Source: an optimization exercise on an open RTL-to-GDS flow (aim: small area, a short achievable clock period and few clock cycles per item). Production flows keep margins and buffers that such runs may drop. RTL that was checked went through simulation tests only; none was proved equivalent to the original. Power is estimated from default activity; no workload was simulated.

## div_sqrt
module div_sqrt (
    input  wire        clk,
    input  wire        rst,
    input  wire        in_valid,
    output wire        in_ready,
    input  wire        op,         
    input  wire [31:0] a,
    input  wire [31:0] b,
    input  wire [4:0]  s,
    output reg         out_valid,
    output wire [31:0] result,
    output reg         sat
);
Size: roughly 2100 cells after synthesis, about 110 I/O pins.
clock: 7.0 ns
lec_check: 0
abc_clock_period_in_ps: 2500
cap_margin: 20
core_margin: 2
core_utilization: 40
setup_slack_margin: 3.15
slew_margin: 20
run.sh (not shown) runs the stock make flow with config.mk's settings and CLKGATE_MAP_FILE= SYNTH_SCRIPT=/design/flow/synth_recipe.tcl, a recipe that flattens the netlist after the stock synthesis.
Testbench counts at the start, summed over its fixed seeds: cycles 37,466, items 2,400.
Edit:
SETUP_SLACK_MARGIN = 2.5   (was 3.15)
Effect:
- die area is unchanged
- routed wire length is lower by 2.8%
- synthesized cell count does not change
- setup slack degrades by 380 ps
- clock-buffer cell count is lower by 1
- via count is lower by 2.6%
- sequential share of layout area is higher by 1.0 points
- final cell count is lower by 2.6%
- hold slack improves by 6.7 ps
- area after synthesis is unchanged
Edit:
CORE_UTILIZATION = 60   (was 40)
SETUP_SLACK_MARGIN = 3.0   (was 2.5)
What happened:
- clock-buffer cell count is unchanged
- first-iteration DRC count grows by well over a third
- worst setup slack gains 200 ps
- final area grows by a few percent
Edit:
CORE_UTILIZATION = 40   (was 60)
GPL_ROUTABILITY_DRIVEN = 0   (was default)
Register-to-register slack improved by 140 ps.
Synthesized area stays the same.
Setup slack improves by 140 ps.
Total power came out lower by 0.71%.
Combinational power is about the same.
Sequential power is about the same.
Non-clock buffer count falls by 6.
Edit:
CORE_UTILIZATION = 50   (was 40)
GPL_ROUTABILITY_DRIVEN = default   (was 0)
After rerunning:
- combinational power rose by a few percent
- setup slack is worse by 88 ps
- cell area went up slightly
- core utilization came out higher by 13 points
- global-route usage went up by 8.6 points
- total power rises by a few percent
- sequential share of layout area goes down by 0.28 points
- area after synthesis is unchanged
- sequential power grows by a few percent
- sequential cell count is unchanged

---

## job 4334
The RTL this note starts from:
==> flow/design.v <==
module div_sqrt (
    input  wire        clk,
    input  wire        rst,
    input  wire        in_valid,
    output wire        in_ready,
    input  wire        op,         
    input  wire [31:0] a,
    input  wire [31:0] b,
    input  wire [4:0]  s,
    output reg         out_valid,
    output wire [31:0] result,
    output reg         sat
);
    localparam [1:0] S_IDLE = 2'd0, S_NORM = 2'd1, S_ITER = 2'd2, S_FIN = 2'd3;
    reg [1:0]  state;
    reg [5:0]  cnt;           
    reg        r_op;
    reg        r_aneg;        
    reg        r_neg;         
    reg [4:0]  r_s;
    reg        f_force;       
    reg        f_zero;        
    reg        f_sat;         
    reg [32:0] R;             
    reg [31:0] D;             
    reg [33:0] Q;             
    assign in_ready = (state == S_IDLE) || (state == S_FIN);
    wire   accept   = in_valid && in_ready;
    assign result   = Q[31:0];
    wire [31:0] a_abs = a[31] ? (32'd0 - a) : a;
    wire [31:0] b_abs = b[31] ? (32'd0 - b) : b;
    wire [31:0] r_in  = (op && s[0]) ? {a[30:0], 1'b0} : a_abs;
    wire        ra4 = ~|R[31:16];
    wire [31:0] ra1 = ra4 ? {R[15:0], 16'd0} : R[31:0];
    wire        ra3 = ~|ra1[31:24];
    wire [31:0] ra2 = ra3 ? {ra1[23:0], 8'd0} : ra1;
    wire        ra2s = ~|ra2[31:28];
    wire [31:0] ra3v = ra2s ? {ra2[27:0], 4'd0} : ra2;
    wire        ra1s = ~|ra3v[31:30];
    wire [31:0] ra4v = ra1s ? {ra3v[29:0], 2'd0} : ra3v;    
    wire        ra0s = ~ra4v[31];
    wire [31:0] ra5v = ra0s ? {ra4v[30:0], 1'b0} : ra4v;
    wire        a_zero = ~ra4v[31] & ~ra4v[30];
    wire [4:0]  za = {ra4, ra3, ra2s, ra1s, ra0s};
    wire        rb4 = ~|D[31:16];
    wire [31:0] rb1 = rb4 ? {D[15:0], 16'd0} : D;
    wire        rb3 = ~|rb1[31:24];
    wire [31:0] rb2 = rb3 ? {rb1[23:0], 8'd0} : rb1;
    wire        rb2s = ~|rb2[31:28];
    wire [31:0] rb3v = rb2s ? {rb2[27:0], 4'd0} : rb2;
    wire        rb1s = ~|rb3v[31:30];
    wire [31:0] rb4v = rb1s ? {rb3v[29:0], 2'd0} : rb3v;
    wire        rb0s = ~rb4v[31];
    wire [31:0] rb5v = rb0s ? {rb4v[30:0], 1'b0} : rb4v;
    wire        b_zero = ~rb4v[31] & ~rb4v[30];
    wire [4:0]  zb = {rb4, rb3, rb2s, rb1s, rb0s};
    wire signed [7:0] e_div = $signed({3'd0, r_s}) - $signed({3'd0, za}) + $signed({3'd0, zb});
    wire signed [7:0] n_div = e_div + 8'sd2;
    wire [5:0]  n_sqrt = 6'd17 + {2'd0, r_s[4:1]} - {2'd0, za[4:1]};
    wire [34:0] x_div  = {R, 2'b00};
    wire [34:0] x_sqrt = {R[32:0], Q[33:32]};
    wire [34:0] x      = r_op ? x_sqrt : x_div;
    wire [34:0] t      = {1'b0, D, 1'b0, r_op};
    wire [35:0] diff   = {1'b0, x} - {1'b0, t};
    wire        ge     = ~diff[35];
    wire [33:0] base   = r_op ? {2'd0, D} : Q;
    wire [32:0] bh     = base[33:1];
    wire        sticky = |R;
    wire        up     = base[0] & (r_op | sticky | base[1]);
    wire        bh_hi  = |bh[32:31];
    wire        bh_lo1 = &bh[30:0];
    wire        bh_lo0 = ~|bh[30:0];
    wire        ovf    = r_neg ? (bh[32] | (bh[31] & (~bh_lo0 | up)))
                               : (bh_hi | (bh_lo1 & up));
    wire [31:0] sres   = ({32{r_neg}} ^ bh[31:0]) + {31'd0, r_neg ^ up};
    wire [31:0] bound  = r_neg ? 32'h8000_0000 : 32'h7FFF_FFFF;
    always @(posedge clk) begin
        if (rst) begin
            state     <= S_IDLE;
            out_valid <= 1'b0;
        end else begin
            out_valid <= 1'b0;
            case (state)
                S_NORM: begin
                    f_force <= 1'b0;
                    f_zero  <= 1'b0;
                    f_sat   <= 1'b0;
                    state   <= S_ITER;
                    if (!r_op) begin
                        R   <= {1'b0, ra5v};
                        D   <= rb5v;
                        Q   <= 34'd0;
                        cnt <= n_div[5:0];
                        if (b_zero) begin
                            f_force <= 1'b1; f_zero <= a_zero; f_sat <= 1'b1;
                            r_neg   <= r_aneg;
                        end else if (a_zero || n_div < 8'sd1) begin
                            f_force <= 1'b1; f_zero <= 1'b1;
                        end else if (n_div > 8'sd34) begin
                            f_force <= 1'b1; f_sat <= 1'b1;
                        end
                    end else begin
                        R   <= 33'd0;
                        D   <= 32'd0;
                        Q   <= {ra4v, 2'b00};
                        cnt <= n_sqrt;
                        if (r_aneg || a_zero) begin
                            f_force <= 1'b1; f_zero <= 1'b1; f_sat <= r_aneg;
                        end
                    end
                end
                S_ITER: begin
                    if (!r_op) begin
                        R <= ge ? {diff[33:2], 1'b0} : {R[31:0], 1'b0};
                        Q <= {Q[32:0], ge};
                    end else begin
                        R <= ge ? diff[32:0] : x_sqrt[32:0];
                        D <= {D[30:0], ge};
                        Q <= {Q[31:0], 2'b00};
                    end
                    cnt <= cnt - 6'd1;
                    if (f_force || cnt == 6'd1)
                        state <= S_FIN;
                end
                default: begin   
                    if (state == S_FIN) begin
                        out_valid <= 1'b1;
                        if (f_force) begin
                            Q   <= {2'd0, f_zero ? 32'd0 : bound};
                            sat <= f_sat;
                        end else if (ovf) begin
                            Q   <= {2'd0, bound};
                            sat <= 1'b1;
                        end else begin
                            Q   <= {2'd0, sres};
                            sat <= 1'b0;
                        end
                    end
                    R <= {1'b0, r_in};
                    D <= b_abs;
                    if (accept) begin
                        r_op   <= op;
                        r_aneg <= a[31];
                        r_neg  <= ~op & (a[31] ^ b[31]);
                        r_s    <= s;
                        state  <= S_NORM;
                    end else begin
                        state  <= S_IDLE;
                    end
                end
            endcase
        end
    end
endmodule
clock: 7.0 ns
lec_check: 0
abc_clock_period_in_ps: 3000
cap_margin: 20
core_margin: 2
core_utilization: 40
slew_margin: 20
Edits applied to the flow inputs when going from job 4334 to job 5341:
- SETUP_SLACK_MARGIN: unset -> 4.2
- ABC_CLOCK_PERIOD_IN_PS: 3000 -> 2500
Findings:
- From job 4334 to job 5341 the numbers moved as follows: global-route usage +5.1 points, signed area change from the synthesized netlist to the final layout +27 points, final routed wire length divided by cell count +6.0%.
- The met2 usage in global routing of job 5341 exceeds that of job 4334 by 7.5 points.
- A startpoint of the worst setup timing path of R[16]$_DFFE_PN_ is what job 4334 shows, while R[10]$_DFFE_PN_ belongs to job 5341.
- Job 5341 went all the way through the flow, and no timing, DRC or antenna check failed.
Function was not checked in any run of this note: the RTL went through the layout flow alone.

---

Another version of the RTL of div_sqrt (not shown whole).
For scale: ~130 flip-flops, about 110 I/O pins.
Settings: LEC_CHECK=0, ABC_CLOCK_PERIOD_IN_PS=2500, CAP_MARGIN=20, CORE_MARGIN=2, CORE_UTILIZATION=40, SETUP_SLACK_MARGIN=4.0, SLEW_MARGIN=20; clock period 7.0 ns.
Next try:
SETUP_SLACK_MARGIN = default   (was 4.0)
Result: The new run finished with timing, DRC and antenna clean; final cell count fell by 12%; final area fell by about 25%; die area is unchanged; sequential cell count is unchanged; wire length fell by 17%; maximum frequency fell by 17%.
No functional check of the RTL was part of any run of this note.

---

== JK ==
div_sqrt with an RTL version that a note above also has.
For scale: roughly 2100 cells after synthesis, roughly 150 flip-flops, roughly 17000 um^2 of cells after synthesis.
==> flow/config.mk <==
export PLATFORM = sky130hd
export DESIGN_NAME = div_sqrt
export DESIGN_NICKNAME = div_sqrt
export VERILOG_FILES = /design/flow/design.v
export SDC_FILE = /design/flow/constraint.sdc
export NUM_CORES = 4
export LEC_CHECK = 0
export ABC_CLOCK_PERIOD_IN_PS = 2500
export CAP_MARGIN = 20
export CORE_MARGIN = 2
export CORE_UTILIZATION = 40
export SETUP_SLACK_MARGIN = 3.3
export SLEW_MARGIN = 20
==> flow/constraint.sdc <==
create_clock -name core_clock -period 7.0 [get_ports {clk}]
set_input_delay 1.4000 -clock core_clock [delete_from_list [all_inputs] [get_ports {clk}]]
set_output_delay 1.4000 -clock core_clock [all_outputs]
set_load 0.01 [all_outputs]
Looking at the reports, JK completed the entire flow and the layout it produced met the timing, DRC and antenna checks.
Testbench counts of JK, summed over its fixed seeds: cycles 37,466, items 2,400.
Edits applied to the flow inputs when going from JK to MS:
- swapping 40 for 45 in CORE_UTILIZATION
- putting GPL_ROUTABILITY_DRIVEN at 0 where nothing was set
- swapping 3.3 for 3.0 in SETUP_SLACK_MARGIN
--- outcome ---
- MS: flow completed, timing, DRC and antenna clean
- met1 track demand over resource in global routing was higher in the run labelled MS.
- When MS is measured against JK, its switching share of power turns out 1.2 points higher.
- JK has higher buffers inserted during post-CTS setup optimization than MS.
Here is what was changed in the inputs of AL compared with MS.
- swapping 45 for 40 in CORE_UTILIZATION
- clearing GPL_ROUTABILITY_DRIVEN, which used to be 0
Results
- MS → AL: setup slack saw an increase, number of cells traversed by the worst register-to-register path saw an increase, fraction of layout cells with a size suffix above 1 went up.
- From MS to AL the numbers moved as follows: via count of the first global-routing pass saw little to no change; routed wire length climbed 4.2 mm; DRC violation total after the first TritonRoute iteration lower; worst hold slack has decreased; detailed-placement wirelength estimate rose by 7.4%.
- Max global routing met1 resource utilization across AL and MS: MS
The following lists how TR was set up differently from AL:
- swapping 40 for 30 in CORE_UTILIZATION
==> summary.txt <==
Status: overall routed net length parity (AL, TR)
| sequential cell area | TR vs AL | ≈ equal |
[compare] base=AL new=TR: number of vias per cell after detailed routing lower; worst hold slack now smaller.
Going from AL to TR, cell-internal power grew slightly.
Ratio of cells with drive above 1 in the final layout up 0.19 points in TR wrt AL
Maximum operating frequency went down slightly going from AL to TR.
The lower sequential share of cell area of AL and TR is in TR.
Comparing AL and TR, multi-input logic area is higher on TR.
Compared with AL, TR shows a die area that is 14000 um^2 higher.

==> port drivers added, routing unchanged <==
The results above use ideal ports. As a check the final layouts listed here were re-extracted and re-timed, cells and wires unchanged.
Step 1, drivers: a clkbuf_16 drives clk and a buf_2 each remaining input, both assumed.
Step 2 also shifts input and output timing later by t, the mid clock arrival at the registers, as if the neighbouring blocks saw the same clock.
Three values: no drivers, after step 1, after step 2; two values: the first two.
run | shift t [ns] | setup WS [ns] | latest minus earliest clock arrival (ns) | pins driven straight from the clock port
the first run of note 1 | 0.524 | 2.957 / 2.957 / 2.643 | 0.014 / 0.014 | 1
the second run of note 1 | 0.520 | 2.580 / 2.580 / 2.146 | 0.013 / 0.013 | 1
the third run of note 1 | 0.514 | 2.780 / 2.780 / 2.517 | 0.013 / 0.013 | 1
the fourth run of note 1 | 0.512 | 2.923 / 2.923 / 2.517 | 0.021 / 0.021 | 1
the fifth run of note 1 | 0.514 | 2.835 / 2.835 / 2.599 | 0.016 / 0.016 | 1
job 4334 | 0.497 | 0.583 / 0.583 / 0.583 | 0.014 / 0.014 | 1
job 5341 | 0.526 | 1.392 / 1.392 / 1.392 | 0.013 / 0.012 | 1
the first run of note 3 | 0.539 | 2.210 / 2.210 / 2.210 | 0.021 / 0.022 | 1
the second run of note 3 | 0.517 | 1.217 / 1.217 / 1.217 | 0.017 / 0.018 | 1
JK | 0.520 | 2.910 / 2.910 / 2.639 | 0.022 / 0.022 | 1
MS | 0.513 | 2.844 / 2.844 / 2.594 | 0.014 / 0.014 | 1
AL | 0.523 | 2.862 / 2.862 / 2.577 | 0.010 / 0.010 | 1
TR | 0.509 | 2.838 / 2.838 / 2.498 | 0.011 / 0.012 | 1
After both steps setup and hold are still met in every run listed. For the second run of note 1, which loses most, drivers alone change the setup slack by 0.000 ns; drivers and shift together by -0.434 ns.
